Background: an optimization exercise with open tools, aiming at small area, a short achievable clock period and few clock cycles per item. Do not read the settings as production practice.
Function was checked by simulation only, so behaviour that the tests miss may differ from the original.

### flow/flow/run.sh
#!/bin/bash
# Layout flow: the standard flow (standard.sh, unchanged synthesis), with
# plain buf_1 cells as the port buffers instead of the flow's default choice,
# a clock tree of clkbuf_8 cells without dummy loads, and timing repair asked
# for a setup margin (the SDC is unchanged).
set -euo pipefail
bash standard.sh "BUFFER_PORTS_ARGS=-buffer_cell sky130_fd_sc_hd__buf_1" "SETUP_SLACK_MARGIN=10.5" \
  "CTS_ARGS=-sink_clustering_enable -repair_clock_nets -dont_use_dummy_load -buf_list sky130_fd_sc_hd__clkbuf_8" \
  finish > make_finish.log 2>&1
### flow/standard.sh
#!/bin/bash
# synth_recipe.tcl (not shown) runs the flow's synth.tcl, then flattens the netlist and writes it again
# the make line also repeats each setting of config.mk as NAME=value (left out here)
make -C /OpenROAD-flow-scripts/flow DESIGN_CONFIG=/design/flow/config.mk WORK_HOME=/design/flow/orfs CLKGATE_MAP_FILE= SYNTH_SCRIPT=/design/flow/synth_recipe.tcl "${@:-finish}"
### flow/config.mk
export PLATFORM = sky130hd
export DESIGN_NAME = aes_enc
export DESIGN_NICKNAME = aes_enc
export VERILOG_FILES = /design/flow/design.v
export SDC_FILE = /design/flow/constraint.sdc
export NUM_CORES = 8
export LEC_CHECK = 0
export CAP_MARGIN = 20
export CORE_MARGIN = 2
export CORE_UTILIZATION = 45
export PLACE_DENSITY = 0.6
export SLEW_MARGIN = 20
export SYNTH_HIERARCHICAL = 1
### flow/constraint.sdc
create_clock -name core_clock -period 15.0 [get_ports {clk}]
set_input_delay 3.0000 -clock core_clock [delete_from_list [all_inputs] [get_ports {clk}]]
set_output_delay 3.0000 -clock core_clock [all_outputs]
set_load 0.01 [all_outputs]
### flow/design.v
module aes_sbox (input wire [7:0] x, output wire [7:0] y);
    wire _000_, _001_, _002_, _003_, _004_, _005_, _006_, _007_, _008_, _009_, _010_, _011_, _012_, _013_, _014_, _015_;
    wire _016_, _017_, _018_, _019_, _020_, _021_, _022_, _023_, _024_, _025_, _026_, _027_, _028_, _029_, _030_, _031_;
    wire _032_, _033_, _034_, _035_, _036_, _037_, _038_, _039_, _040_, _041_, _042_, _043_, _044_, _045_, _046_, _047_;
    wire _048_, _049_, _050_, _051_, _052_, _053_, _054_, _055_, _056_, _057_, _058_, _059_, _060_, _061_, _062_, _063_;
    wire _064_, _065_, _066_, _067_, _068_, _069_, _070_, _071_, _072_, _073_, _074_, _075_, _076_, _077_, _078_, _079_;
    wire _080_, _081_, _082_, _083_, _084_, _085_, _086_, _087_, _088_, _089_, _090_, _091_, _092_, _093_, _094_, _095_;
    wire _096_, _097_, _098_, _099_, _100_, _101_, _102_, _103_, _104_, _105_, _106_, _107_, _108_, _109_, _110_, _111_;
    wire _112_, _113_, _114_, _115_, _116_, _117_, _118_, _119_, _120_, _121_, _122_, _123_, _124_, _125_, _126_, _127_;
    wire _128_, _129_, _130_, _131_, _132_, _133_, _134_, _135_, _136_, _137_, _138_, _139_, _140_, _141_, _142_, _143_;
    wire _144_, _145_, _146_, _147_, _148_, _149_, _150_, _151_, _152_, _153_, _154_, _155_, _156_, _157_, _158_, _159_;
    wire _160_, _161_, _162_, _163_, _164_;
    aes_g_nand2b g_165_ (.A_N(x[3]), .B(x[1]), .Y(_067_));
    aes_g_inv g_166_ (.A(x[1]), .Y(_076_));
    aes_g_nand2 g_167_ (.A(_076_), .B(x[3]), .Y(_084_));
    aes_g_nand2 g_168_ (.A(_084_), .B(_067_), .Y(_085_));
    aes_g_inv g_169_ (.A(x[2]), .Y(_086_));
    aes_g_inv g_170_ (.A(x[5]), .Y(_087_));
    aes_g_nand2 g_171_ (.A(_086_), .B(_087_), .Y(_088_));
    aes_g_nand2 g_172_ (.A(x[2]), .B(x[5]), .Y(_089_));
    aes_g_nand2 g_173_ (.A(_088_), .B(_089_), .Y(_090_));
    aes_g_xnor2 g_174_ (.A(_085_), .B(_090_), .Y(_091_));
    aes_g_xnor2 g_175_ (.A(x[2]), .B(x[7]), .Y(_092_));
    aes_g_inv g_176_ (.A(_092_), .Y(_093_));
    aes_g_inv g_177_ (.A(x[6]), .Y(_094_));
    aes_g_nand2 g_178_ (.A(_094_), .B(x[5]), .Y(_095_));
    aes_g_nand2 g_179_ (.A(_087_), .B(x[6]), .Y(_096_));
    aes_g_nand2 g_180_ (.A(_095_), .B(_096_), .Y(_097_));
    aes_g_inv g_181_ (.A(_097_), .Y(_098_));
    aes_g_nand2 g_182_ (.A(_098_), .B(x[0]), .Y(_099_));
    aes_g_nand2b g_183_ (.A_N(x[0]), .B(_097_), .Y(_100_));
    aes_g_nand2 g_184_ (.A(_099_), .B(_100_), .Y(_101_));
    aes_g_nand2 g_185_ (.A(_101_), .B(_076_), .Y(_102_));
    aes_g_inv g_186_ (.A(_101_), .Y(_103_));
    aes_g_nand2 g_187_ (.A(_103_), .B(x[1]), .Y(_104_));
    aes_g_nand2 g_188_ (.A(_104_), .B(_102_), .Y(_105_));
    aes_g_xor2 g_189_ (.A(_093_), .B(_105_), .X(_106_));
    aes_g_inv g_190_ (.A(_106_), .Y(_107_));
    aes_g_inv g_191_ (.A(x[7]), .Y(_108_));
    aes_g_nand2b g_192_ (.A_N(x[4]), .B(_108_), .Y(_109_));
    aes_g_nand2 g_193_ (.A(x[4]), .B(x[7]), .Y(_110_));
    aes_g_nand2 g_194_ (.A(_109_), .B(_110_), .Y(_111_));
    aes_g_inv g_195_ (.A(_111_), .Y(_112_));
    aes_g_nand2 g_196_ (.A(_112_), .B(_085_), .Y(_113_));
    aes_g_nand3 g_197_ (.A(_111_), .B(_067_), .C(_084_), .Y(_114_));
    aes_g_nand2 g_198_ (.A(_113_), .B(_114_), .Y(_115_));
    aes_g_xor2 g_199_ (.A(x[0]), .B(_115_), .X(_116_));
    aes_g_xnor2 g_200_ (.A(x[2]), .B(x[6]), .Y(_117_));
    aes_g_xnor2 g_201_ (.A(_085_), .B(_117_), .Y(_118_));
    aes_g_nand2 g_202_ (.A(_118_), .B(_112_), .Y(_119_));
    aes_g_xnor2 g_203_ (.A(x[2]), .B(x[4]), .Y(_120_));
    aes_g_inv g_204_ (.A(_120_), .Y(_121_));
    aes_g_xor2 g_205_ (.A(_090_), .B(_111_), .X(_122_));
    aes_g_nand2 g_206_ (.A(_122_), .B(_121_), .Y(_123_));
    aes_g_nand2 g_207_ (.A(_119_), .B(_123_), .Y(_124_));
    aes_g_xor2 g_208_ (.A(_098_), .B(_115_), .X(_125_));
    aes_g_nor2 g_209_ (.A(_093_), .B(_125_), .Y(_126_));
    aes_g_inv g_210_ (.A(_126_), .Y(_127_));
    aes_g_o21ai g_211_ (.A1(_119_), .A2(_127_), .B1(_124_), .Y(_128_));
    aes_g_inv g_212_ (.A(_115_), .Y(_129_));
    aes_g_nand2 g_213_ (.A(_108_), .B(_076_), .Y(_130_));
    aes_g_nand2 g_214_ (.A(x[7]), .B(x[1]), .Y(_131_));
    aes_g_nand2 g_215_ (.A(_130_), .B(_131_), .Y(_132_));
    aes_g_inv g_216_ (.A(_132_), .Y(_133_));
    aes_g_nand2 g_217_ (.A(_133_), .B(_120_), .Y(_134_));
    aes_g_nand2 g_218_ (.A(_121_), .B(_132_), .Y(_135_));
    aes_g_nand3 g_219_ (.A(_129_), .B(_134_), .C(_135_), .Y(_136_));
    aes_g_xor2 g_220_ (.A(_117_), .B(_136_), .X(_137_));
    aes_g_xor2 g_221_ (.A(_137_), .B(_128_), .X(_138_));
    aes_g_o21ai g_222_ (.A1(_107_), .A2(_116_), .B1(_138_), .Y(_139_));
    aes_g_or3 g_223_ (.A(_107_), .B(_116_), .C(_138_), .X(_140_));
    aes_g_nand2 g_224_ (.A(_140_), .B(_139_), .Y(_141_));
    aes_g_nand2 g_225_ (.A(_125_), .B(_093_), .Y(_142_));
    aes_g_xor2 g_226_ (.A(_119_), .B(_142_), .X(_143_));
    aes_g_nand2 g_227_ (.A(_135_), .B(_134_), .Y(_144_));
    aes_g_nand2 g_228_ (.A(_129_), .B(_144_), .Y(_145_));
    aes_g_xor2 g_229_ (.A(x[4]), .B(_101_), .X(_146_));
    aes_g_nand2 g_230_ (.A(_146_), .B(x[0]), .Y(_147_));
    aes_g_xor2 g_231_ (.A(_145_), .B(_147_), .X(_148_));
    aes_g_nand2 g_232_ (.A(_127_), .B(_142_), .Y(_149_));
    aes_g_inv g_233_ (.A(_149_), .Y(_150_));
    aes_g_xor2 g_234_ (.A(_150_), .B(_148_), .X(_151_));
    aes_g_xor2 g_235_ (.A(_143_), .B(_151_), .X(_152_));
    aes_g_nor2b g_236_ (.A(_152_), .B_N(_141_), .Y(_153_));
    aes_g_nor2 g_237_ (.A(_133_), .B(_091_), .Y(_154_));
    aes_g_xnor2 g_238_ (.A(_102_), .B(_154_), .Y(_155_));
    aes_g_xnor2 g_239_ (.A(_155_), .B(_128_), .Y(_156_));
    aes_g_nand2 g_240_ (.A(_091_), .B(_133_), .Y(_157_));
    aes_g_nand2 g_241_ (.A(_103_), .B(x[7]), .Y(_158_));
    aes_g_nand2 g_242_ (.A(_101_), .B(_108_), .Y(_159_));
    aes_g_and2 g_243_ (.A(_158_), .B(_159_), .X(_160_));
    aes_g_inv g_244_ (.A(_160_), .Y(_161_));
    aes_g_xnor2 g_245_ (.A(_101_), .B(_091_), .Y(_162_));
    aes_g_inv g_246_ (.A(_162_), .Y(_163_));
    aes_g_nand2 g_247_ (.A(_161_), .B(_163_), .Y(_164_));
    aes_g_xor2 g_248_ (.A(_157_), .B(_164_), .X(_000_));
    aes_g_xor2 g_249_ (.A(x[7]), .B(_091_), .X(_001_));
    aes_g_xor2 g_250_ (.A(_001_), .B(_143_), .X(_002_));
    aes_g_xor2 g_251_ (.A(_000_), .B(_002_), .X(_003_));
    aes_g_nor2 g_252_ (.A(_003_), .B(_152_), .Y(_004_));
    aes_g_o21ai g_253_ (.A1(_141_), .A2(_156_), .B1(_004_), .Y(_005_));
    aes_g_inv g_254_ (.A(_156_), .Y(_006_));
    aes_g_nor2 g_255_ (.A(_006_), .B(_141_), .Y(_007_));
    aes_g_inv g_256_ (.A(_007_), .Y(_008_));
    aes_g_nand3 g_257_ (.A(_152_), .B(_139_), .C(_140_), .Y(_009_));
    aes_g_nand3 g_258_ (.A(_008_), .B(_003_), .C(_009_), .Y(_010_));
    aes_g_and2 g_259_ (.A(_010_), .B(_005_), .X(_011_));
    aes_g_o22ai g_260_ (.A1(_152_), .A2(_003_), .B1(_007_), .B2(_153_), .Y(_012_));
    aes_g_nand2 g_261_ (.A(_008_), .B(_004_), .Y(_013_));
    aes_g_a31oi g_262_ (.A1(_011_), .A2(_012_), .A3(_013_), .B1(_153_), .Y(_014_));
    aes_g_nand2 g_263_ (.A(_014_), .B(_091_), .Y(_015_));
    aes_g_o21ai g_264_ (.A1(_003_), .A2(_141_), .B1(_006_), .Y(_016_));
    aes_g_a32oi g_265_ (.A1(_008_), .A2(_009_), .A3(_016_), .B1(_152_), .B2(_003_), .Y(_017_));
    aes_g_nand2 g_266_ (.A(_017_), .B(_121_), .Y(_018_));
    aes_g_nand2 g_267_ (.A(_016_), .B(_152_), .Y(_019_));
    aes_g_nand2 g_268_ (.A(_019_), .B(_005_), .Y(_020_));
    aes_g_inv g_269_ (.A(_020_), .Y(_021_));
    aes_g_nand2 g_270_ (.A(_011_), .B(_021_), .Y(_022_));
    aes_g_nand2b g_271_ (.A_N(_011_), .B(_020_), .Y(_023_));
    aes_g_nand2 g_272_ (.A(_023_), .B(_022_), .Y(_024_));
    aes_g_nor2 g_273_ (.A(_111_), .B(_024_), .Y(_025_));
    aes_g_xnor2 g_274_ (.A(_018_), .B(_025_), .Y(_026_));
    aes_g_xnor2 g_275_ (.A(_015_), .B(_026_), .Y(_027_));
    aes_g_nand2 g_276_ (.A(_021_), .B(x[0]), .Y(_028_));
    aes_g_nand2 g_277_ (.A(_141_), .B(_006_), .Y(_029_));
    aes_g_a21o g_278_ (.A1(_152_), .A2(_006_), .B1(_003_), .X(_030_));
    aes_g_xor2 g_279_ (.A(_029_), .B(_030_), .X(_031_));
    aes_g_xor2 g_280_ (.A(_020_), .B(_031_), .X(_032_));
    aes_g_nand2 g_281_ (.A(_032_), .B(_129_), .Y(_033_));
    aes_g_xor2 g_282_ (.A(_028_), .B(_033_), .X(_034_));
    aes_g_nand2 g_283_ (.A(_014_), .B(_133_), .Y(_035_));
    aes_g_nand3 g_284_ (.A(_012_), .B(_105_), .C(_013_), .Y(_036_));
    aes_g_nand2 g_285_ (.A(_011_), .B(_163_), .Y(_037_));
    aes_g_xor2 g_286_ (.A(_036_), .B(_037_), .X(_038_));
    aes_g_xor2 g_287_ (.A(_035_), .B(_038_), .X(_039_));
    aes_g_xor2 g_288_ (.A(_034_), .B(_039_), .X(_040_));
    aes_g_xor2 g_289_ (.A(_040_), .B(_027_), .X(y[0]));
    aes_g_nand2 g_290_ (.A(_017_), .B(_122_), .Y(_041_));
    aes_g_nand2 g_291_ (.A(_012_), .B(_013_), .Y(_042_));
    aes_g_xor2 g_292_ (.A(_042_), .B(_031_), .X(_043_));
    aes_g_nand2 g_293_ (.A(_043_), .B(_125_), .Y(_044_));
    aes_g_xor2 g_294_ (.A(_035_), .B(_044_), .X(_045_));
    aes_g_xor2 g_295_ (.A(_041_), .B(_045_), .X(_046_));
    aes_g_nor2 g_296_ (.A(_103_), .B(_042_), .Y(_047_));
    aes_g_inv g_297_ (.A(_047_), .Y(_048_));
    aes_g_xor2 g_298_ (.A(_048_), .B(_038_), .X(_049_));
    aes_g_xor2 g_299_ (.A(_049_), .B(_026_), .X(_050_));
    aes_g_xnor2 g_300_ (.A(_046_), .B(_050_), .Y(y[1]));
    aes_g_nand2 g_301_ (.A(_011_), .B(_161_), .Y(_051_));
    aes_g_xnor2 g_302_ (.A(_051_), .B(_034_), .Y(_052_));
    aes_g_nand2 g_303_ (.A(_021_), .B(_146_), .Y(_053_));
    aes_g_nor2 g_304_ (.A(_107_), .B(_031_), .Y(_054_));
    aes_g_nand2 g_305_ (.A(_048_), .B(_054_), .Y(_055_));
    aes_g_inv g_306_ (.A(_054_), .Y(_056_));
    aes_g_nand2 g_307_ (.A(_056_), .B(_047_), .Y(_057_));
    aes_g_nand2 g_308_ (.A(_057_), .B(_055_), .Y(_058_));
    aes_g_xor2 g_309_ (.A(_053_), .B(_058_), .X(_059_));
    aes_g_xor2 g_310_ (.A(_059_), .B(_052_), .X(_060_));
    aes_g_xor2 g_311_ (.A(_046_), .B(_027_), .X(_061_));
    aes_g_xor2 g_312_ (.A(_060_), .B(_061_), .X(y[2]));
    aes_g_xor2 g_313_ (.A(_028_), .B(_037_), .X(_062_));
    aes_g_nand2 g_314_ (.A(_032_), .B(_144_), .Y(_063_));
    aes_g_nor2 g_315_ (.A(_116_), .B(_031_), .Y(_064_));
    aes_g_xnor2 g_316_ (.A(_064_), .B(_063_), .Y(_065_));
    aes_g_xnor2 g_317_ (.A(_062_), .B(_065_), .Y(_066_));
    aes_g_xnor2 g_318_ (.A(_058_), .B(_026_), .Y(_068_));
    aes_g_xor2 g_319_ (.A(_066_), .B(_068_), .X(y[3]));
    aes_g_inv g_320_ (.A(_027_), .Y(_069_));
    aes_g_xor2 g_321_ (.A(_033_), .B(_065_), .X(_070_));
    aes_g_xor2 g_322_ (.A(_058_), .B(_070_), .X(_071_));
    aes_g_xor2 g_323_ (.A(_069_), .B(_071_), .X(y[4]));
    aes_g_nand2 g_324_ (.A(_043_), .B(_150_), .Y(_072_));
    aes_g_xor2 g_325_ (.A(_035_), .B(_072_), .X(_073_));
    aes_g_nand3 g_326_ (.A(_023_), .B(_118_), .C(_022_), .Y(_074_));
    aes_g_o21ai g_327_ (.A1(_111_), .A2(_024_), .B1(_074_), .Y(_075_));
    aes_g_nand2 g_328_ (.A(_075_), .B(_119_), .Y(_077_));
    aes_g_xor2 g_329_ (.A(_077_), .B(_073_), .X(_078_));
    aes_g_xor2 g_330_ (.A(_052_), .B(_078_), .X(y[5]));
    aes_g_xor2 g_331_ (.A(_054_), .B(_026_), .X(_079_));
    aes_g_xor2 g_332_ (.A(_041_), .B(_074_), .X(_080_));
    aes_g_xor2 g_333_ (.A(_080_), .B(_070_), .X(_081_));
    aes_g_xor2 g_334_ (.A(_079_), .B(_081_), .X(y[6]));
    aes_g_xor2 g_335_ (.A(_063_), .B(_058_), .X(_082_));
    aes_g_xor2 g_336_ (.A(_080_), .B(_082_), .X(_083_));
    aes_g_xnor2 g_337_ (.A(_083_), .B(_027_), .Y(y[7]));
endmodule
module aes_sbox_ni (input wire [7:0] x, output wire [7:0] y);
    wire _000_, _001_, _002_, _003_, _004_, _005_, _006_, _007_, _008_, _009_, _010_, _011_, _012_, _013_, _014_, _015_;
    wire _016_, _017_, _018_, _019_, _020_, _021_, _022_, _023_, _024_, _025_, _026_, _027_, _028_, _029_, _030_, _031_;
    wire _032_, _033_, _034_, _035_, _036_, _037_, _038_, _039_, _040_, _041_, _042_, _043_, _044_, _045_, _046_, _047_;
    wire _048_, _049_, _050_, _051_, _052_, _053_, _054_, _055_, _056_, _057_, _058_, _059_, _060_, _061_, _062_, _063_;
    wire _064_, _065_, _066_, _067_, _068_, _069_, _070_, _071_, _072_, _073_, _074_, _075_, _076_, _077_, _078_, _079_;
    wire _080_, _081_, _082_, _083_, _084_, _085_, _086_, _087_, _088_, _089_, _090_, _091_, _092_, _093_, _094_, _095_;
    wire _096_, _097_, _098_, _099_, _100_, _101_, _102_, _103_, _104_, _105_, _106_, _107_, _108_, _109_, _110_, _111_;
    wire _112_, _113_, _114_, _115_, _116_, _117_, _118_, _119_, _120_, _121_, _122_, _123_, _124_, _125_, _126_, _127_;
    wire _128_, _129_, _130_, _131_, _132_, _133_, _134_, _135_, _136_, _137_, _138_, _139_, _140_, _141_, _142_, _143_;
    wire _144_, _145_, _146_, _147_, _148_, _149_, _150_, _151_, _152_, _153_, _154_, _155_, _156_, _157_, _158_, _159_;
    aes_g_xnor2 g_160_ (.A(x[4]), .B(x[2]), .Y(_066_));
    aes_g_inv g_161_ (.A(_066_), .Y(_075_));
    aes_g_inv g_162_ (.A(x[4]), .Y(_079_));
    aes_g_nand2b g_163_ (.A_N(x[7]), .B(_079_), .Y(_080_));
    aes_g_nand2 g_164_ (.A(x[4]), .B(x[7]), .Y(_081_));
    aes_g_nand2 g_165_ (.A(_080_), .B(_081_), .Y(_082_));
    aes_g_inv g_166_ (.A(_082_), .Y(_083_));
    aes_g_nand2b g_167_ (.A_N(x[3]), .B(x[1]), .Y(_084_));
    aes_g_inv g_168_ (.A(x[1]), .Y(_085_));
    aes_g_nand2 g_169_ (.A(_085_), .B(x[3]), .Y(_086_));
    aes_g_nand2 g_170_ (.A(_086_), .B(_084_), .Y(_087_));
    aes_g_xnor2 g_171_ (.A(x[2]), .B(x[6]), .Y(_088_));
    aes_g_xnor2 g_172_ (.A(_087_), .B(_088_), .Y(_089_));
    aes_g_nand2 g_173_ (.A(_089_), .B(_083_), .Y(_090_));
    aes_g_inv g_174_ (.A(x[5]), .Y(_091_));
    aes_g_nand2b g_175_ (.A_N(x[2]), .B(_091_), .Y(_092_));
    aes_g_nand2 g_176_ (.A(x[2]), .B(x[5]), .Y(_093_));
    aes_g_nand2 g_177_ (.A(_092_), .B(_093_), .Y(_094_));
    aes_g_xor2 g_178_ (.A(_082_), .B(_094_), .X(_095_));
    aes_g_nand2 g_179_ (.A(_095_), .B(_075_), .Y(_096_));
    aes_g_xnor2 g_180_ (.A(_096_), .B(_090_), .Y(_097_));
    aes_g_inv g_181_ (.A(x[0]), .Y(_098_));
    aes_g_inv g_182_ (.A(x[6]), .Y(_099_));
    aes_g_nand2 g_183_ (.A(_099_), .B(x[5]), .Y(_100_));
    aes_g_nand2 g_184_ (.A(_091_), .B(x[6]), .Y(_101_));
    aes_g_nand2 g_185_ (.A(_100_), .B(_101_), .Y(_102_));
    aes_g_inv g_186_ (.A(_102_), .Y(_103_));
    aes_g_nand2 g_187_ (.A(_103_), .B(_098_), .Y(_104_));
    aes_g_nand2 g_188_ (.A(_102_), .B(x[0]), .Y(_105_));
    aes_g_nand2 g_189_ (.A(_104_), .B(_105_), .Y(_106_));
    aes_g_nand2 g_190_ (.A(_106_), .B(x[1]), .Y(_107_));
    aes_g_xnor2 g_191_ (.A(x[7]), .B(x[1]), .Y(_108_));
    aes_g_inv g_192_ (.A(_108_), .Y(_109_));
    aes_g_xnor2 g_193_ (.A(_087_), .B(_094_), .Y(_110_));
    aes_g_nor2 g_194_ (.A(_109_), .B(_110_), .Y(_111_));
    aes_g_xnor2 g_195_ (.A(_107_), .B(_111_), .Y(_112_));
    aes_g_xnor2 g_196_ (.A(_112_), .B(_097_), .Y(_113_));
    aes_g_nand2 g_197_ (.A(_083_), .B(_087_), .Y(_114_));
    aes_g_inv g_198_ (.A(_087_), .Y(_115_));
    aes_g_nand2 g_199_ (.A(_115_), .B(_082_), .Y(_116_));
    aes_g_nand2 g_200_ (.A(_114_), .B(_116_), .Y(_117_));
    aes_g_xor2 g_201_ (.A(_098_), .B(_117_), .X(_118_));
    aes_g_xnor2 g_202_ (.A(x[2]), .B(x[7]), .Y(_119_));
    aes_g_inv g_203_ (.A(_106_), .Y(_120_));
    aes_g_nand2 g_204_ (.A(_120_), .B(_085_), .Y(_121_));
    aes_g_nand2 g_205_ (.A(_121_), .B(_107_), .Y(_122_));
    aes_g_xor2 g_206_ (.A(_119_), .B(_122_), .X(_123_));
    aes_g_inv g_207_ (.A(_117_), .Y(_124_));
    aes_g_nand2 g_208_ (.A(_075_), .B(_108_), .Y(_125_));
    aes_g_nand2 g_209_ (.A(_109_), .B(_066_), .Y(_126_));
    aes_g_nand2 g_210_ (.A(_125_), .B(_126_), .Y(_127_));
    aes_g_inv g_211_ (.A(_127_), .Y(_128_));
    aes_g_nand2 g_212_ (.A(_128_), .B(_124_), .Y(_129_));
    aes_g_xor2 g_213_ (.A(_088_), .B(_129_), .X(_130_));
    aes_g_xor2 g_214_ (.A(_097_), .B(_130_), .X(_131_));
    aes_g_o21ai g_215_ (.A1(_118_), .A2(_123_), .B1(_131_), .Y(_132_));
    aes_g_or3 g_216_ (.A(_118_), .B(_123_), .C(_131_), .X(_133_));
    aes_g_nand2 g_217_ (.A(_133_), .B(_132_), .Y(_134_));
    aes_g_nand2 g_218_ (.A(_124_), .B(_127_), .Y(_135_));
    aes_g_xor2 g_219_ (.A(_079_), .B(_106_), .X(_136_));
    aes_g_nand2 g_220_ (.A(_136_), .B(_098_), .Y(_137_));
    aes_g_xor2 g_221_ (.A(_135_), .B(_137_), .X(_138_));
    aes_g_inv g_222_ (.A(_119_), .Y(_139_));
    aes_g_xor2 g_223_ (.A(_103_), .B(_117_), .X(_140_));
    aes_g_nor2 g_224_ (.A(_139_), .B(_140_), .Y(_141_));
    aes_g_xnor2 g_225_ (.A(_090_), .B(_141_), .Y(_142_));
    aes_g_xor2 g_226_ (.A(_138_), .B(_142_), .X(_143_));
    aes_g_nand2 g_227_ (.A(_110_), .B(_109_), .Y(_144_));
    aes_g_nand2 g_228_ (.A(_140_), .B(_139_), .Y(_145_));
    aes_g_xor2 g_229_ (.A(_090_), .B(_145_), .X(_146_));
    aes_g_xor2 g_230_ (.A(_106_), .B(_110_), .X(_147_));
    aes_g_xor2 g_231_ (.A(_082_), .B(_136_), .X(_148_));
    aes_g_nand2b g_232_ (.A_N(_147_), .B(_148_), .Y(_149_));
    aes_g_xor2 g_233_ (.A(_146_), .B(_149_), .X(_150_));
    aes_g_or2 g_234_ (.A(_144_), .B(_150_), .X(_151_));
    aes_g_nand2 g_235_ (.A(_150_), .B(_144_), .Y(_152_));
    aes_g_nand2 g_236_ (.A(_151_), .B(_152_), .Y(_153_));
    aes_g_inv g_237_ (.A(_153_), .Y(_154_));
    aes_g_o211ai g_238_ (.A1(_113_), .A2(_134_), .B1(_143_), .C1(_154_), .Y(_155_));
    aes_g_inv g_239_ (.A(_113_), .Y(_156_));
    aes_g_nor2 g_240_ (.A(_156_), .B(_143_), .Y(_157_));
    aes_g_nor3 g_241_ (.A(_134_), .B(_143_), .C(_153_), .Y(_158_));
    aes_g_nor2 g_242_ (.A(_157_), .B(_158_), .Y(_159_));
    aes_g_nand2 g_243_ (.A(_159_), .B(_155_), .Y(_000_));
    aes_g_inv g_244_ (.A(_134_), .Y(_001_));
    aes_g_nand2 g_245_ (.A(_001_), .B(_113_), .Y(_002_));
    aes_g_o211ai g_246_ (.A1(_134_), .A2(_143_), .B1(_153_), .C1(_002_), .Y(_003_));
    aes_g_nand2 g_247_ (.A(_155_), .B(_003_), .Y(_004_));
    aes_g_inv g_248_ (.A(_004_), .Y(_005_));
    aes_g_nand2 g_249_ (.A(_005_), .B(_000_), .Y(_006_));
    aes_g_o21ai g_250_ (.A1(_000_), .A2(_003_), .B1(_006_), .Y(_007_));
    aes_g_nand4 g_251_ (.A(_154_), .B(_156_), .C(_134_), .D(_143_), .Y(_008_));
    aes_g_o21ai g_252_ (.A1(_113_), .A2(_143_), .B1(_154_), .Y(_009_));
    aes_g_o21ai g_253_ (.A1(_113_), .A2(_001_), .B1(_009_), .Y(_010_));
    aes_g_nand2 g_254_ (.A(_010_), .B(_008_), .Y(_011_));
    aes_g_nand2 g_255_ (.A(_134_), .B(_143_), .Y(_012_));
    aes_g_nand2 g_256_ (.A(_154_), .B(_143_), .Y(_013_));
    aes_g_nand2 g_257_ (.A(_013_), .B(_002_), .Y(_014_));
    aes_g_o21ai g_258_ (.A1(_156_), .A2(_013_), .B1(_014_), .Y(_015_));
    aes_g_nand2 g_259_ (.A(_015_), .B(_012_), .Y(_016_));
    aes_g_inv g_260_ (.A(_016_), .Y(_017_));
    aes_g_nand2 g_261_ (.A(_017_), .B(_011_), .Y(_018_));
    aes_g_inv g_262_ (.A(_011_), .Y(_019_));
    aes_g_nand2 g_263_ (.A(_019_), .B(_016_), .Y(_020_));
    aes_g_nand2 g_264_ (.A(_018_), .B(_020_), .Y(_021_));
    aes_g_xnor2 g_265_ (.A(_007_), .B(_021_), .Y(_022_));
    aes_g_nand2 g_266_ (.A(_022_), .B(_075_), .Y(_023_));
    aes_g_nand2 g_267_ (.A(_007_), .B(_083_), .Y(_024_));
    aes_g_nand2 g_268_ (.A(_005_), .B(_015_), .Y(_025_));
    aes_g_nand3 g_269_ (.A(_025_), .B(_110_), .C(_012_), .Y(_026_));
    aes_g_xor2 g_270_ (.A(_026_), .B(_024_), .X(_027_));
    aes_g_xor2 g_271_ (.A(_027_), .B(_023_), .X(_028_));
    aes_g_inv g_272_ (.A(_000_), .Y(_029_));
    aes_g_nand2 g_273_ (.A(_029_), .B(_098_), .Y(_030_));
    aes_g_xnor2 g_274_ (.A(_000_), .B(_011_), .Y(_031_));
    aes_g_inv g_275_ (.A(_031_), .Y(_032_));
    aes_g_nor2 g_276_ (.A(_117_), .B(_032_), .Y(_033_));
    aes_g_xnor2 g_277_ (.A(_030_), .B(_033_), .Y(_034_));
    aes_g_and3 g_278_ (.A(_025_), .B(_109_), .C(_012_), .X(_035_));
    aes_g_inv g_279_ (.A(_035_), .Y(_036_));
    aes_g_nand2 g_280_ (.A(_017_), .B(_122_), .Y(_037_));
    aes_g_nand2 g_281_ (.A(_005_), .B(_147_), .Y(_038_));
    aes_g_xnor2 g_282_ (.A(_038_), .B(_037_), .Y(_039_));
    aes_g_xor2 g_283_ (.A(_036_), .B(_039_), .X(_040_));
    aes_g_xor2 g_284_ (.A(_034_), .B(_040_), .X(_041_));
    aes_g_xor2 g_285_ (.A(_028_), .B(_041_), .X(y[0]));
    aes_g_xor2 g_286_ (.A(_024_), .B(_023_), .X(_042_));
    aes_g_nand2 g_287_ (.A(_022_), .B(_095_), .Y(_043_));
    aes_g_nand3 g_288_ (.A(_018_), .B(_020_), .C(_140_), .Y(_044_));
    aes_g_xor2 g_289_ (.A(_036_), .B(_044_), .X(_045_));
    aes_g_xnor2 g_290_ (.A(_045_), .B(_043_), .Y(_046_));
    aes_g_nor2 g_291_ (.A(_120_), .B(_016_), .Y(_047_));
    aes_g_xor2 g_292_ (.A(_047_), .B(_039_), .X(_048_));
    aes_g_xor2 g_293_ (.A(_048_), .B(_046_), .X(_049_));
    aes_g_xor2 g_294_ (.A(_042_), .B(_049_), .X(y[1]));
    aes_g_nor2 g_295_ (.A(_148_), .B(_004_), .Y(_050_));
    aes_g_xor2 g_296_ (.A(_050_), .B(_034_), .X(_051_));
    aes_g_nand2 g_297_ (.A(_029_), .B(_136_), .Y(_052_));
    aes_g_nor2 g_298_ (.A(_123_), .B(_019_), .Y(_053_));
    aes_g_xor2 g_299_ (.A(_047_), .B(_053_), .X(_054_));
    aes_g_xor2 g_300_ (.A(_052_), .B(_054_), .X(_055_));
    aes_g_xor2 g_301_ (.A(_055_), .B(_051_), .X(_056_));
    aes_g_xor2 g_302_ (.A(_028_), .B(_046_), .X(_057_));
    aes_g_xor2 g_303_ (.A(_057_), .B(_056_), .X(y[2]));
    aes_g_nor2 g_304_ (.A(_128_), .B(_032_), .Y(_058_));
    aes_g_nor2 g_305_ (.A(_118_), .B(_019_), .Y(_059_));
    aes_g_xor2 g_306_ (.A(_059_), .B(_058_), .X(_060_));
    aes_g_xor2 g_307_ (.A(_038_), .B(_030_), .X(_061_));
    aes_g_xor2 g_308_ (.A(_061_), .B(_060_), .X(_062_));
    aes_g_xor2 g_309_ (.A(_054_), .B(_042_), .X(_063_));
    aes_g_xor2 g_310_ (.A(_062_), .B(_063_), .X(y[3]));
    aes_g_xnor2 g_311_ (.A(_033_), .B(_060_), .Y(_064_));
    aes_g_xor2 g_312_ (.A(_054_), .B(_028_), .X(_065_));
    aes_g_xor2 g_313_ (.A(_064_), .B(_065_), .X(y[4]));
    aes_g_nand2 g_314_ (.A(_007_), .B(_089_), .Y(_067_));
    aes_g_nand2 g_315_ (.A(_024_), .B(_067_), .Y(_068_));
    aes_g_nand2 g_316_ (.A(_068_), .B(_090_), .Y(_069_));
    aes_g_nor2 g_317_ (.A(_119_), .B(_021_), .Y(_070_));
    aes_g_xnor2 g_318_ (.A(_070_), .B(_069_), .Y(_071_));
    aes_g_xor2 g_319_ (.A(_045_), .B(_071_), .X(_072_));
    aes_g_xnor2 g_320_ (.A(_072_), .B(_051_), .Y(y[5]));
    aes_g_xor2 g_321_ (.A(_067_), .B(_043_), .X(_073_));
    aes_g_xor2 g_322_ (.A(_073_), .B(_064_), .X(_074_));
    aes_g_xor2 g_323_ (.A(_053_), .B(_042_), .X(_076_));
    aes_g_xor2 g_324_ (.A(_076_), .B(_074_), .X(y[6]));
    aes_g_xnor2 g_325_ (.A(_058_), .B(_054_), .Y(_077_));
    aes_g_xor2 g_326_ (.A(_077_), .B(_073_), .X(_078_));
    aes_g_xor2 g_327_ (.A(_028_), .B(_078_), .X(y[7]));
endmodule
module aes_g_a21o (input wire A1, input wire A2, input wire B1, output wire X);
    assign X = (A1&A2) | (B1);
endmodule
module aes_g_a31oi (input wire A1, input wire A2, input wire A3, input wire B1, output wire Y);
    assign Y = (~A1&~B1) | (~A2&~B1) | (~A3&~B1);
endmodule
module aes_g_a32oi (input wire A1, input wire A2, input wire A3, input wire B1, input wire B2, output wire Y);
    assign Y = (~A1&~B1) | (~A1&~B2) | (~A2&~B1) | (~A3&~B1) | (~A2&~B2) | (~A3&~B2);
endmodule
module aes_g_and2 (input wire A, input wire B, output wire X);
    assign X = (A&B);
endmodule
module aes_g_and3 (input wire A, input wire B, input wire C, output wire X);
    assign X = (A&B&C);
endmodule
module aes_g_inv (input wire A, output wire Y);
    assign Y = (~A);
endmodule
module aes_g_nand2 (input wire A, input wire B, output wire Y);
    assign Y = (~A) | (~B);
endmodule
module aes_g_nand2b (input wire A_N, input wire B, output wire Y);
    assign Y = (A_N) | (~B);
endmodule
module aes_g_nand3 (input wire A, input wire B, input wire C, output wire Y);
    assign Y = (~A) | (~B) | (~C);
endmodule
module aes_g_nand4 (input wire A, input wire B, input wire C, input wire D, output wire Y);
    assign Y = (~A) | (~B) | (~C) | (~D);
endmodule
module aes_g_nor2 (input wire A, input wire B, output wire Y);
    assign Y = (~A&~B);
endmodule
module aes_g_nor2b (input wire A, input wire B_N, output wire Y);
    assign Y = (~A&B_N);
endmodule
module aes_g_nor3 (input wire A, input wire B, input wire C, output wire Y);
    assign Y = (~A&~B&~C);
endmodule
module aes_g_o211ai (input wire A1, input wire A2, input wire B1, input wire C1, output wire Y);
    assign Y = (~A1&~A2) | (~B1) | (~C1);
endmodule
module aes_g_o21ai (input wire A1, input wire A2, input wire B1, output wire Y);
    assign Y = (~A1&~A2) | (~B1);
endmodule
module aes_g_o22ai (input wire A1, input wire A2, input wire B1, input wire B2, output wire Y);
    assign Y = (~B1&~B2) | (~A1&~A2);
endmodule
module aes_g_or2 (input wire A, input wire B, output wire X);
    assign X = (A) | (B);
endmodule
module aes_g_or3 (input wire A, input wire B, input wire C, output wire X);
    assign X = (A) | (B) | (C);
endmodule
module aes_g_xnor2 (input wire A, input wire B, output wire Y);
    assign Y = (~A&~B) | (A&B);
endmodule
module aes_g_xor2 (input wire A, input wire B, output wire X);
    assign X = (A&~B) | (~A&B);
endmodule
module aes_xor2_b  (input wire a, input wire b, output wire y); assign y = a ^ b;    endmodule
module aes_xnor2_b (input wire a, input wire b, output wire y); assign y = ~(a ^ b); endmodule
module aes_nand2_b (input wire a, input wire b, output wire y); assign y = ~(a & b); endmodule
module aes_nor2_b  (input wire a, input wire b, output wire y); assign y = ~(a | b); endmodule
module aes_inv_b   (input wire a, output wire y);               assign y = ~a;       endmodule
module aes_o22ai_b (input wire a1, input wire a2, input wire b1, input wire b2, output wire y);
    assign y = ~((a1 | a2) & (b1 | b2));
endmodule
module aes_a22o_b  (input wire a1, input wire a2, input wire b1, input wire b2, output wire y);
    assign y = (a1 & a2) | (b1 & b2);
endmodule
module aes_o21ai_b (input wire a1, input wire a2, input wire b1, output wire y);
    assign y = ~((a1 | a2) & b1);
endmodule
module aes_a222oi_b (input wire sa, input wire a, input wire sb, input wire b, input wire sc, input wire c,
                     output wire y);
    assign y = ~((sa & a) | (sb & b) | (sc & c));
endmodule
module aes_xor2 #(parameter W = 1) (input wire [W-1:0] a, input wire [W-1:0] b, output wire [W-1:0] y);
    genvar i;
    generate for (i = 0; i < W; i = i + 1) begin : g
        aes_xor2_b u (.a(a[i]), .b(b[i]), .y(y[i]));
    end endgenerate
endmodule
module aes_xnor2 #(parameter W = 1) (input wire [W-1:0] a, input wire [W-1:0] b, output wire [W-1:0] y);
    genvar i;
    generate for (i = 0; i < W; i = i + 1) begin : g
        aes_xnor2_b u (.a(a[i]), .b(b[i]), .y(y[i]));
    end endgenerate
endmodule
module aes_nand2 #(parameter W = 1) (input wire [W-1:0] a, input wire [W-1:0] b, output wire [W-1:0] y);
    genvar i;
    generate for (i = 0; i < W; i = i + 1) begin : g
        aes_nand2_b u (.a(a[i]), .b(b[i]), .y(y[i]));
    end endgenerate
endmodule
module aes_nor2 #(parameter W = 1) (input wire [W-1:0] a, input wire [W-1:0] b, output wire [W-1:0] y);
    genvar i;
    generate for (i = 0; i < W; i = i + 1) begin : g
        aes_nor2_b u (.a(a[i]), .b(b[i]), .y(y[i]));
    end endgenerate
endmodule
module aes_inv #(parameter W = 1) (input wire [W-1:0] a, output wire [W-1:0] y);
    genvar i;
    generate for (i = 0; i < W; i = i + 1) begin : g
        aes_inv_b u (.a(a[i]), .y(y[i]));
    end endgenerate
endmodule
module aes_o22ai #(parameter W = 1) (input wire [W-1:0] a, input wire sa, input wire [W-1:0] b, input wire sb,
                                     output wire [W-1:0] y);
    genvar i;
    generate for (i = 0; i < W; i = i + 1) begin : g
        aes_o22ai_b u (.a1(a[i]), .a2(sa), .b1(b[i]), .b2(sb), .y(y[i]));
    end endgenerate
endmodule
module aes_a222oi #(parameter W = 1) (input wire sa, input wire [W-1:0] a, input wire sb, input wire [W-1:0] b,
                                      input wire sc, input wire [W-1:0] c, output wire [W-1:0] y);
    genvar i;
    generate for (i = 0; i < W; i = i + 1) begin : g
        aes_a222oi_b u (.sa(sa), .a(a[i]), .sb(sb), .b(b[i]), .sc(sc), .c(c[i]), .y(y[i]));
    end endgenerate
endmodule
module aes_a22o #(parameter W = 1) (input wire sa, input wire [W-1:0] a, input wire sb, input wire [W-1:0] b,
                                    output wire [W-1:0] y);
    genvar i;
    generate for (i = 0; i < W; i = i + 1) begin : g
        aes_a22o_b u (.a1(sa), .a2(a[i]), .b1(sb), .b2(b[i]), .y(y[i]));
    end endgenerate
endmodule
module aes_o21ai #(parameter W = 1) (input wire s, input wire [W-1:0] a, input wire [W-1:0] b, output wire [W-1:0] y);
    genvar i;
    generate for (i = 0; i < W; i = i + 1) begin : g
        aes_o21ai_b u (.a1(s), .a2(a[i]), .b1(b[i]), .y(y[i]));
    end endgenerate
endmodule
module aes_enc (
    input  wire         clk,
    input  wire         rst,         
    input  wire         start,       
    input  wire [1:0]   key_len,     
    input  wire [255:0] key,         
    input  wire [127:0] din,         
    output wire         ready,       
    output reg          done,        
    output wire [127:0] dout
);
    reg        rdy;          
    reg        rsel, nrsel;  
    reg        xv, xm192, xm256, xr1;
    reg  [2:0] xkc;
    reg  [3:0] xcnt;
    reg  [7:0] xrcon;
    reg        yv, ym192, ym256, ylast;
    reg  [2:0] ykc;
    reg  [3:0] ycnt;
    reg  [7:0] yrcon;
    assign ready = rdy;
    function [2:0] kc_next;
        input [2:0] kc;
        input       m192, m256;
        kc_next = m192 ? ((kc == 3'd4) ? 3'd2 : (kc == 3'd2) ? 3'd0 : 3'd4) :
                  m256 ? (kc ^ 3'd4) : 3'd0;
    endfunction
    wire       xm192_d = rdy ? (key_len == 2'd1) : ym192;
    wire       xm256_d = rdy ? (key_len == 2'd2) : ym256;
    wire [2:0] xkc_d   = rdy ? ((key_len == 2'd0) ? 3'd0 : 3'd4) : kc_next(ykc, ym192, ym256);
    wire       xr1_d   = rdy;
    wire [7:0] xrcon_d = rdy ? 8'h01 : ym02 ? ({yrcon[6:0], 1'b0} ^ (yrcon[7] ? 8'h1b : 8'h00)) : yrcon;
    wire       kc0_d  = (xkc_d == 3'd0);
    wire       kc4_d  = (xkc_d == 3'd4);
    wire       p0_d   = kc0_d || (xm256_d && kc4_d && !xr1_d);   
    wire       p2_d   = xm192_d && kc4_d;                        
    wire       ik01_d = xr1_d && (xm256_d || xm192_d);           
    wire       ik23_d = xr1_d && xm256_d;                        
    wire [2:0] nkc_d  = kc_next(xkc_d, xm192_d, xm256_d);        
    reg kc0, p2, xrotw;
    reg sa01, sb01, sa23, sb23, sc;      
    reg c0, c1, c2, c3;                  
    reg xm01, xm23;                      
    reg xsna, xsnb, xsnc;                
    always @(posedge clk) begin
        kc0   <= kc0_d;
        p2    <= p2_d;
        xrotw <= kc0_d || p2_d;
        sa01  <= xm256_d || ik01_d;
        sb01  <= xm192_d && !ik01_d;
        sa23  <= xm256_d;
        sb23  <= xm192_d;
        sc    <= !xm192_d && !xm256_d;
        c0    <= !(p0_d || ik01_d);
        c1    <= !ik01_d;
        c2    <= !(p2_d || ik23_d);
        c3    <= !ik23_d;
        xm01  <= p0_d;
        xm23  <= p0_d || p2_d;
        xsna  <= (nkc_d == 3'd0);
        xsnb  <= xm256_d && (nkc_d == 3'd4);
        xsnc  <= xm192_d && (nkc_d == 3'd4);
    end
    reg ym02, m01, m23, sna, snb, snc;
    always @(posedge clk) begin
        ym02 <= xrotw;
        m01  <= xm01;
        m23  <= xm23;
        sna  <= xsna;
        snb  <= xsnb;
        snc  <= xsnc;
    end
    reg  [255:0] kw, km;             
    reg  [31:0]  sin, sw;
    wire [31:0]  K [0:7];
    genvar k;
    generate
        for (k = 0; k < 8; k = k + 1) begin : g_k
            assign K[k] = kw[255 - 32*k -: 32];
        end
    endgenerate
    wire [31:0] sw_d;
    aes_sbox u_ks0 (.x(sin[31:24]), .y(sw_d[31:24]));
    aes_sbox u_ks1 (.x(sin[23:16]), .y(sw_d[23:16]));
    aes_sbox u_ks2 (.x(sin[15:8]),  .y(sw_d[15:8]));
    aes_sbox u_ks3 (.x(sin[7:0]),   .y(sw_d[7:0]));
    wire [31:0] wold_n [0:3];
    aes_a222oi #(32) u_wo0 (.sa(sa01), .a(K[0]), .sb(sb01), .b(K[2]), .sc(sc), .c(K[4]), .y(wold_n[0]));
    aes_a222oi #(32) u_wo1 (.sa(sa01), .a(K[1]), .sb(sb01), .b(K[3]), .sc(sc), .c(K[5]), .y(wold_n[1]));
    aes_a222oi #(32) u_wo2 (.sa(sa23), .a(K[2]), .sb(sb23), .b(K[4]), .sc(sc), .c(K[6]), .y(wold_n[2]));
    aes_a222oi #(32) u_wo3 (.sa(sa23), .a(K[3]), .sb(sb23), .b(K[5]), .sc(sc), .c(K[7]), .y(wold_n[3]));
    wire [7:0] r0n = ~({8{kc0}} & xrcon);
    wire [7:0] r2n = ~({8{p2}} & xrcon);
    wire [31:0] A [0:3];
    wire [31:0] t0, t1, t2, t3;
    wire [7:0]  q0, q2;
    aes_nand2 #(32) u_t0  (.a({32{c0}}), .b(K[7]), .y(t0));
    aes_nand2 #(8)  u_q0  (.a(t0[31:24]), .b(r0n), .y(q0));
    aes_xnor2 #(8)  u_a0h (.a(wold_n[0][31:24]), .b(q0), .y(A[0][31:24]));
    aes_xor2  #(24) u_a0l (.a(wold_n[0][23:0]), .b(t0[23:0]), .y(A[0][23:0]));
    aes_nand2 #(32) u_t1  (.a({32{c1}}), .b(A[0]), .y(t1));
    aes_xor2  #(32) u_a1  (.a(wold_n[1]), .b(t1), .y(A[1]));
    aes_nand2 #(32) u_t2  (.a({32{c2}}), .b(A[1]), .y(t2));
    aes_nand2 #(8)  u_q2  (.a(t2[31:24]), .b(r2n), .y(q2));
    aes_xnor2 #(8)  u_a2h (.a(wold_n[2][31:24]), .b(q2), .y(A[2][31:24]));
    aes_xor2  #(24) u_a2l (.a(wold_n[2][23:0]), .b(t2[23:0]), .y(A[2][23:0]));
    aes_nand2 #(32) u_t3  (.a({32{c3}}), .b(A[2]), .y(t3));
    aes_xor2  #(32) u_a3  (.a(wold_n[3]), .b(t3), .y(A[3]));
    wire [31:0] g0, g2;
    wire [127:0] nw_n;
    aes_nand2 #(32) u_g0 (.a({32{m01}}), .b(sw), .y(g0));
    aes_nand2 #(32) u_g2 (.a({32{m23}}), .b(sw), .y(g2));
    wire [31:0] Am [0:3];
    assign Am[0] = km[255:224];
    assign Am[1] = km[223:192];
    assign Am[2] = km[191:160];
    assign Am[3] = km[159:128];
    aes_xor2  #(32) u_n0 (.a(Am[0]), .b(g0), .y(nw_n[127:96]));
    aes_xor2  #(32) u_n1 (.a(Am[1]), .b(g0), .y(nw_n[95:64]));
    aes_xor2  #(32) u_n2 (.a(Am[2]), .b(g2), .y(nw_n[63:32]));
    aes_xor2  #(32) u_n3 (.a(Am[3]), .b(g2), .y(nw_n[31:0]));
    wire [255:0] kw_d;
    wire [127:0] kh_n;
    aes_a22o  #(128) u_kwh (.sa(rsel), .a(key[127:0]), .sb(nrsel), .b(km[127:0]), .y(kw_d[255:128]));
    aes_nand2 #(128) u_khn (.a({128{rsel}}), .b(key[255:128]), .y(kh_n));
    aes_o21ai #(128) u_kwl (.s(rsel), .a(nw_n), .b(kh_n), .y(kw_d[127:0]));
    wire [31:0] k67, x237_n, nsin;
    aes_xor2  #(32) u_k67  (.a(km[63:32]), .b(km[31:0]), .y(k67));
    aes_xor2  #(32) u_x237 (.a(k67), .b(nw_n[31:0]), .y(x237_n));
    aes_a222oi #(32) u_nsin (.sa(sna), .a({nw_n[23:0], nw_n[31:24]}), .sb(snb), .b(nw_n[31:0]),
                             .sc(snc), .c({x237_n[23:0], x237_n[31:24]}), .y(nsin));
    wire [31:0] sin0 = (key_len == 2'd1) ? {key[87:64], key[95:88]} : {key[151:128], key[159:152]};
    wire [31:0] sin_d = rsel ? sin0 : nsin;
    reg  [127:0] xs_n, y;
    wire [127:0] y_d;
    genvar n;
    generate
        for (n = 0; n < 16; n = n + 1) begin : g_sb
            aes_sbox_ni u_sb (.x(xs_n[127 - 8*n -: 8]), .y(y_d[127 - 8*n -: 8]));
        end
    endgenerate
    wire [7:0] sr [0:15];
    generate
        for (n = 0; n < 16; n = n + 1) begin : g_sr
            assign sr[n] = y[127 - 8*(((n / 4 + n % 4) % 4) * 4 + n % 4) -: 8];
        end
    endgenerate
    wire [127:0] mc, srw;
    generate
        for (n = 0; n < 4; n = n + 1) begin : g_mc
            wire [31:0] s = {sr[4*n], sr[4*n + 1], sr[4*n + 2], sr[4*n + 3]};
            wire [31:0] u;           
            wire [31:0] w;           
            wire [11:0] h;           
            aes_xor2 #(32) u_u (.a(s), .b({s[23:0], s[31:24]}), .y(u));
            aes_xor2 #(32) u_w (.a({s[23:0], s[31:24]}), .b({u[15:0], u[31:16]}), .y(w));
            genvar i;
            for (i = 0; i < 4; i = i + 1) begin : g_i
                wire [7:0] ui = u[31 - 8*i -: 8];
                aes_xor2 #(3) u_h (.a({ui[0], ui[2], ui[3]}), .b({3{ui[7]}}), .y(h[3*i +: 3]));
                aes_xor2 #(8) u_m (.a(w[31 - 8*i -: 8]),
                                   .b({ui[6:4], h[3*i], h[3*i + 1], ui[1], h[3*i + 2], ui[7]}),
                                   .y(mc[127 - 32*n - 8*i -: 8]));
            end
            assign srw[127 - 32*n -: 32] = s;
        end
    endgenerate
    wire [127:0] xa_n, xs_d;
    aes_o22ai #(128) u_xa  (.a(din), .sa(nrsel), .b(mc), .sb(rsel), .y(xa_n));
    aes_xor2  #(128) u_xs  (.a(xa_n), .b(kw_d[127:0]), .y(xs_d));
    reg  [127:0] dout_r;
    wire [127:0] dout_d;
    aes_xnor2 #(128) u_fin (.a(srw), .b(nw_n), .y(dout_d));
    assign dout = dout_r;
    always @(posedge clk) begin
        xs_n   <= xs_d;
        y      <= y_d;
        kw     <= kw_d;
        km     <= {A[0], A[1], A[2], A[3], kw[127:0]};
        sin    <= sin_d;
        sw     <= sw_d;
        dout_r <= dout_d;
    end
    wire       load    = start && rdy;
    wire       xv_d    = !rst && (load || (yv && !ylast));
    wire [3:0] xcnt_d  = rdy ? ((key_len == 2'd0) ? 4'd10 : (key_len == 2'd1) ? 4'd12 : 4'd14) :
                         ycnt - 4'd1;
    wire       rdy_d   = rst || ((!xv || xcnt == 4'd1) && (!xv_d || xcnt_d <= 4'd10));
    always @(posedge clk) begin
        xv    <= xv_d;
        xcnt  <= xcnt_d;
        xm192 <= xm192_d;
        xm256 <= xm256_d;
        xkc   <= xkc_d;
        xrcon <= xrcon_d;
        xr1   <= xr1_d;
        yv    <= !rst && xv;
        ym192 <= xm192;
        ym256 <= xm256;
        ykc   <= xkc;
        ycnt  <= xcnt;
        yrcon <= xrcon;
        ylast <= (xcnt == 4'd1);
        rdy   <= rdy_d;
        rsel  <= rdy_d;
        nrsel <= !rdy_d;
        done  <= !rst && yv && ylast;
    end
endmodule
==> metrics.yaml, run 1 <==
sta:
  tightest_slew_ns: 1.29
  min_period_over_period: 0.297
  tns_ns: 0
  slew_violations: 0
  clock.fmax_mhz: 224
  clock_skew_ns: 0.119
  slew-limit-headroom: 0.136
  whs_ns: 0.325
  post-route-min-period_ns: 4.46
  rsz0062_at_grt: "true"
  hold_viol_final: 0
  setup_viol: 0
yosys:
  yosysWarnings: 7
  synthMuxAreaShare: 0.00680
  synth_cell_types: 50
  synth-compound-area-share: 0.0985
  postSynthAreaPerCell_um2: 8.60
  synth_cells: 6509
  synth_top_family_by_area: "XOR/XNOR gates"
  synth_fa_ha_area_frac: 0.000224
  syn-num-nets: 6899
  synthXorXnorAreaFrac: 0.352
  seq_area_frac_synth: 0.365
  syn-cell-area_mm2: 0.0560
  synthSimpleGateAreaFrac: 0.144
  ys_ff_latch: 1021
detailed_routing:
  drc: 0
  wl_per_cell_um: 25.7
  postRouteAntennaNets: 0
  drt-initial-drc-count: 5454
  drt-total-wl_um: 228000
  dr.pass1.iters: 7
  viasPerCell: 5.39
  vias: 47800
clock_tree:
  root_buffer: "clkbuf_8"
  cts.sinks: 1021
  worstSkewPairLatency_ns: 0.93
  numCtsBuffers: 177
  cts_hold_buf: 0
  htree_levels: 4
  cts_tree: "built"
  cts.path.max_buffers: 3
  path_clk_slew_ns: 0.06
worst_setup_path:
  r2r_cells: 24
  critPathArrivalTime_ns: 1.46
  cp_max_fo: 2
  cp_slowest_cell: "dfxtp_4"
  crit_chain: "buf_1"
  critPathBufInv: 1
  cpPeakStageDelay_ns: 0.39
  reg2reg_from: "xs_n[23]$_DFF_P_"
  reg2reg_slack_ns: 10.72
  required_ns: 12.00
  cpLargestDelayFamily: "flip-flops"
  critPathCaptureType: "output pin"
  reg2reg_to: "y[22]$_DFF_P_"
  critPathKind: "register to output pin"
  crit_path_start_kind: "register"
placed_design:
  finalWeightedCongestion: 0.985
  place_area_mm2: 0.0602
  post-dp-hpwl_um: 180000
  io_buffers: 518
grt:
  grt_use_met3: 0.0679
  overflow: 0
  grt_pass1_wl_um: 316000
  grt_busiest_layer: "met2"
  grt_use_met2: 0.530
  antenna_found_initial: 11
  grt_pass1_vias: 45700
  grt_start_max_net_pins: 166
  grt_use_total: 0.347
  grtUsageMet1: 0.464
finish:
  design_area_mm2: 0.0637
  syn2layout_area_growth_pct: 13.9
  final_net_count: 7632
  n_fill_cell: 11900
  layout_commonest_cell: "xor2_1"
  layout_common_cells: "xor2_1, nand2_1, dfxtp_1"
  seq_area_mm2: 0.0205
  drive_gt1_frac: 0.0610
  multi_input_area_mm2: 0.0346
hold_path:
  holdPathStages: 0
  worstHoldStart: "xsna$_DFF_P_"
  min_path_type: "register to register"
  holdPathEnd: "sna$_DFF_P_"
job:
  cap_violations: 0
floorplanning:
  rows: 129
  die_w_um: 357
  die_h_um: 357
  io_pins: 519
  core_area_mm2: 0.123
  start_util: 0.453
  die_area_mm2: 0.127
status:
  status: "complete, no violations"
[cell usage after synthesis, drive strengths merged]
master,count,area (um2)
xnor2,516,4520
xor2,1733,15200
nor4bb,1,10.0
o21ai,233,1170
ha,1,12.5
a211o,1,8.76
o32ai,1,8.76
nand4,16,100
clkbuf,7,26.3
a32oi,4,35.0
o31a,1,8.76
nand2b,85,532
nor2b,8,80.1
buf,10,68.8
or3,20,125
nor3b,3,27.5
o22ai,132,826
a21o,4,30.0
mux2i,38,380
or2,16,100
dfxtp,1021,20400
a211oi,3,22.5
a31oi,5,31.3
nor2,253,950
a222oi,160,1600
and2,9,58.8
nor3,19,180
nand3b,1,7.51
o311ai,1,16.3
o21a,1,7.51
nand2,1459,5480
a31o,1,8.76
a22o,128,1120
a21oi,41,216
inv,469,1760
o211ai,32,400
nand3,58,290
and3,16,100
or4b,1,10.0
nor4b,1,8.76
[worst max-delay path by stage]
stage | start | endpoint | cells past startpoint
final | rsel$_DFF_P_ | ready | 1
after global routing | xs_n[111]$_DFF_P_ | y[105]$_DFF_P_ | 24
after CTS | rsel$_DFF_P_ | ready | 1
after detailed placement | key_len[0] | c2$_DFF_P_ | 5
after global placement | key_len[0] | c2$_DFF_P_ | 5
after floorplan | rsel$_DFF_P_ | ready | 0
[logic make-up (layout without fill, tap and decap cells)]
| kind of cell | Yosys count | after routing |
|---|---|---|
| AO/OA/AOI/OAI | 748 | 748 |
| flip-flops | 1021 | 1021 |
| buffers and inverters | 486 | 1217 |
| AND/OR/NAND/NOR | 1966 | 1966 |
| multiplexers | 38 | 38 |
| other | 0 | 6 |
| XOR/XNOR | 2249 | 2249 |
| adder cells (fa/ha/maj) | 1 | 1 |
[modules after synthesis (local to each module, per instance), excerpt]
module        flip-flops and latches  cell area, um2  cells inside
aes_g_a31oi                        0            6.26             1
aes_g_and2                         0            6.26             1
aes_g_and3                         0            6.26             1
aes_g_nand3                        0            5.00             1
aes_g_nand4                        0            6.26             1
aes_g_nor2b                        0            13.8             1
aes_g_nor3                         0            10.0             1
aes_g_o211ai                       0            12.5             1
aes_xor2_b                         0            8.76             1
[per-stage QoR]
step | utilization | std cells | worst slack [ns]
floorplan | - | 6509 | 9.14
global placement | 0.488 | 8681 | 10.23
global route | 0.516 | 8878 | 10.42
CTS | 0.508 | 8861 | 10.48
finish | 0.516 | 8883 | 10.54
detailed placement | 0.488 | 8681 | 10.16
[flip-flops by register name, summed over array words and instances (netlist names), 8 cells and up]
signal  count
yrcon       8
sw         32
sin        32
km        256
kw        256
xrcon       8
y         128
xs_n      128
dout_r    128
[final cells by class]
| cell class | instances | area share |
|---|---|---|
| multi-input cells | 5002 | 0.543 |
| flip-flops and latches | 1021 | 0.321 |
| clock buffers | 177 | 0.0382 |
| repair buffers | 571 | 0.0376 |
| well taps | 1637 | 0.0321 |
| inverters | 469 | 0.0276 |
| diodes | 6 | 0.000236 |
[what timing repair did]
action / 4_1_cts / 5_1_grt
hold endpoints to repair: 0 / 0
pin swaps: 0 / 26
setup buffers: 3 / 16
setup endpoints to repair: 10 / 105
resized for setup: 14 / 124
[metal layers]
layer / part of all wire / vias up
li1: - / 22300
met1: 0.42 / 22900
met2: 0.43 / 2208
met3: 0.087 / 402
met4: 0.057 / 2
met5: 0.000057 / -
Testbench counts, summed over its fixed seeds: cycles 28,456, blocks 2,400.
==> run 2, diff against run 1 <==
==> flow/flow/run.sh (replaced) <==
#!/bin/bash
# Layout flow: the standard flow (standard.sh, unchanged synthesis), with
# plain buf_1 cells as the port buffers instead of the flow's default choice,
# a clock tree of clkbuf_16 cells without dummy loads, and timing repair asked
# for a setup margin (the SDC is unchanged).
set -euo pipefail
bash standard.sh "BUFFER_PORTS_ARGS=-buffer_cell sky130_fd_sc_hd__buf_1" "SETUP_SLACK_MARGIN=10.5" \
  "CTS_ARGS=-sink_clustering_enable -repair_clock_nets -dont_use_dummy_load -buf_list sky130_fd_sc_hd__clkbuf_16" \
  finish > make_finish.log 2>&1
--- a/flow/config.mk
+++ b/flow/config.mk
@@ -7,7 +7,7 @@
 export LEC_CHECK = 0
 export CAP_MARGIN = 20
 export CORE_MARGIN = 2
-export CORE_UTILIZATION = 45
+export CORE_UTILIZATION = 52
 export PLACE_DENSITY = 0.6
 export SLEW_MARGIN = 20
 export SYNTH_HIERARCHICAL = 1
==> run 2 against run 1 <==
Clock-buffer cell count is 70 lower. Highest routed layer unchanged. Largest cell class unchanged. Via count is 1.1% lower. Final area decreased by 0.32%.
==> metrics.yaml, run 2 <==
sta:
  setup_viol: 0  # unchanged
  timing.final.ws_setup_ns: 10.68  # was 10.54 ns
  slew-limit-headroom: 0.137  # was 0.136
  hold_viol_final: 0  # unchanged
  post-route-min-period_ns: 4.32  # was 4.46 ns
  clock_skew_ns: 0.0869  # was 0.119 ns
  min_period_over_period: 0.288  # was 0.297
  rsz0062_at_grt: "true"  # unchanged
  tns_ns: 0  # unchanged
  slew_violations: 0  # unchanged
  clock.fmax_mhz: 231  # was 224 MHz
  tightest_slew_ns: 1.29  # about the same
detailed_routing:
  postRouteAntennaNets: 0  # unchanged
  viasPerCell: 5.51  # was 5.39
  drt-initial-drc-count: 5342  # was 5454
  dr.pass1.iters: 9  # was 7
  drc: 0  # unchanged
  wl_per_cell_um: 25.4  # was 25.7 um
  drt-total-wl_um: 218000  # was 228000 um
  vias: 47300  # was 47800
worst_setup_path:
  crit_path_start_kind: "register"  # unchanged
  r2r_cells: 22  # was 24
  cpPeakStageDelay_ns: 0.42  # was 0.39 ns
  critPathCaptureType: "output pin"  # unchanged
  critPathKind: "register to output pin"  # unchanged
  required_ns: 12.00  # about the same
  critPathArrivalTime_ns: 1.32  # was 1.46 ns
  critPathBufInv: 1  # unchanged
  cpLargestDelayFamily: "flip-flops"  # unchanged
  cp_max_fo: 9  # was 2
  crit_chain: "buf_2"  # was buf_1
  cp_slowest_cell: "dfxtp_4"  # unchanged
  cp.depth: 1  # unchanged
yosys:
  seq_area_frac_synth: 0.365  # unchanged
  syn-num-nets: 6899  # unchanged
  synth_flop_cell: "dfxtp_1"  # unchanged
  netlist.area_leader.share: 0.365  # unchanged
  synth_cells: 6509  # unchanged
  synth_edf_count: 0  # unchanged
  yosysMostFrequentCell: "xor2_1"  # unchanged
  synthTopCellsByArea: "dfxtp_1, xor2_1, nand2_1"  # unchanged
  synth_top_cell_by_area: "dfxtp_1"  # unchanged
  yosysWarnings: 7  # unchanged
  synth_commonest_cells: "xor2_1, nand2_1, dfxtp_1"  # unchanged
  postSynthAreaPerCell_um2: 8.60  # unchanged
  synth_cell_types: 50  # unchanged
  ys_ff_latch: 1021  # unchanged
  syn-cell-area_mm2: 0.0560  # unchanged
  async_flop_share: 0  # unchanged
grt:
  grt_pass1_wl_um: 305000  # was 316000 um
  overflow: 0  # unchanged
  grt_pass1_vias: 44700  # was 45700
  antenna_found_initial: 13  # was 11
  grt_use_total: 0.381  # was 0.347
  grt_start_max_net_pins: 98  # was 166
clock_tree:
  htree_levels: 3  # was 4
  path_clk_slew_ns: 0.06  # about the same
  cts.path.max_buffers: 3  # unchanged
  worstSkewPairLatency_ns: 0.72  # was 0.93 ns
  cts_tree: "built"  # unchanged
  cts.sinks: 1021  # unchanged
  cts_hold_buf: 0  # unchanged
  root_buffer: "clkbuf_16"  # was clkbuf_8
  numCtsBuffers: 107  # was 177
finish:
  n_fill_cell: 9939  # was 11900
  layout_commonest_cell: "xor2_1"  # unchanged
  layout_common_cells: "xor2_1, nand2_1, dfxtp_1"  # unchanged
  syn2layout_area_growth_pct: 13.5  # was 13.9%
  drive_gt1_frac: 0.0477  # was 0.0610
  reg.largest.list: "km (256), kw (256)"  # unchanged
  final_net_count: 7567  # was 7632
job:
  cap_violations: 0  # unchanged
floorplanning:
  rows: 120  # was 129
  die_area_mm2: 0.110  # was 0.127 mm2
  io_pins: 519  # unchanged
  core_area_mm2: 0.107  # was 0.123 mm2
  die_w_um: 332  # was 357 um
  start_util: 0.523  # was 0.453
  die_h_um: 332  # was 357 um
placed_design:
  post-dp-hpwl_um: 174000  # was 180000 um
  finalWeightedCongestion: 0.998  # was 0.985
  io_buffers: 518  # unchanged
  pre_cts_ws_ns: 10.20  # was 10.16 ns
hold_path:
  holdPathStages: 0  # unchanged
  min_path_type: "register to register"  # unchanged
status:
  status: "complete, no violations"  # unchanged
-- run 2: area by class of cell --
type | count | area, um2 | area share
Multi-Input combinational cell | 5002 | 34400 | 0.542
Inverter | 469 | 1760 | 0.0277
Antenna cell | 11 | 27.5 | 0.000433
Timing Repair Buffer | 576 | 2410 | 0.0380
Tap cell | 1403 | 1760 | 0.0276
Clock buffer | 107 | 2680 | 0.0421
Sequential cell | 1021 | 20500 | 0.322
-- run 2: routing by layer --
metal	track usage	part of all wire	wire (um)
met5	0	0.00031	68
met4	0.218	0.064	14000
met3	0.0590	0.088	19100
met2	0.580	0.43	93300
met1	0.513	0.42	91700
-- run 2: cells by family after synthesis --
family / synth area share
xor+xnor: 0.352
simple gates: 0.144
flops: 0.365
compound gates: 0.0985
buf+inv: 0.0332
mux: 0.00680
fa+ha+maj: 0.000224
-- run 2: stage by stage --
step | area (um2) | hold WS (ns) | cells | util
3_5_place_dp | 59900 | 0.317 | 8454 | 0.560
6_report | 63500 | 0.322 | 8589 | 0.594
4_1_cts | 62600 | 0.323 | 8563 | 0.586
5_1_grt | 63500 | 0.332 | 8583 | 0.594
3_3_place_gp | 59900 | 0.311 | 8454 | 0.560
2_1_floorplan | 56000 | 0.310 | 6509 | -
-- run 2: final timing paths --
kind | slack, ns | from | end
worst max-delay path | 10.68 | rsel$_DFF_P_ | ready
worst min-delay path | 0.32 | xkc[0]$_DFF_P_ | ykc[0]$_DFF_P_
worst max register to register | 10.71 | xs_n[54]$_DFF_P_ | y[55]$_DFF_P_
worst min register to register | 0.32 | xkc[0]$_DFF_P_ | ykc[0]$_DFF_P_
-- run 2: per-module statistics from Yosys, one instance, submodules excluded, excerpt --
module | copies in the design | area (um2)
aes_g_o21ai | 100 | 5.00
aes_g_inv | 460 | 3.75
aes_g_a21o | 4 | 7.51
aes_g_nand2 | 1096 | 3.75
aes_g_or2 | 16 | 6.26
aes_g_a31oi | 4 | 6.26
aes_o21ai_b | 128 | 5.00
-- run 2: timing repair --
| action | CTS | global route |
|---|---|---|
| pin swaps | 0 | 20 |
| hold endpoints to repair | 0 | 0 |
| gates resized for setup | 2 | 108 |
| endpoints found under the setup margin | 3 | 119 |
| setup buffers | 2 | 15 |

what the ideal ports hide:
No port has a modelled driver above. Below, the same layouts with a new extraction and two added sets of constraints.
Step 1, drivers: a clkbuf_16 drives clk and a buf_2 each remaining input, both assumed.
Step 2 also shifts input and output timing later by t, the mid clock arrival at the registers, as if the neighbouring blocks saw the same clock.
Slacks: no drivers / after step 1 / after step 2; pairs: no drivers / after step 1.
run	t, ns	slack for setup (ns)	pins driven straight from the clock port
run 1	0.945	10.540 / 10.471 / 10.230	1
run 2	0.748	10.678 / 10.604 / 10.212	1
After both steps setup and hold are still met in every run listed. The setup slack of run 2, which loses most, moves by -0.074 ns with the drivers and by -0.466 ns with both steps.
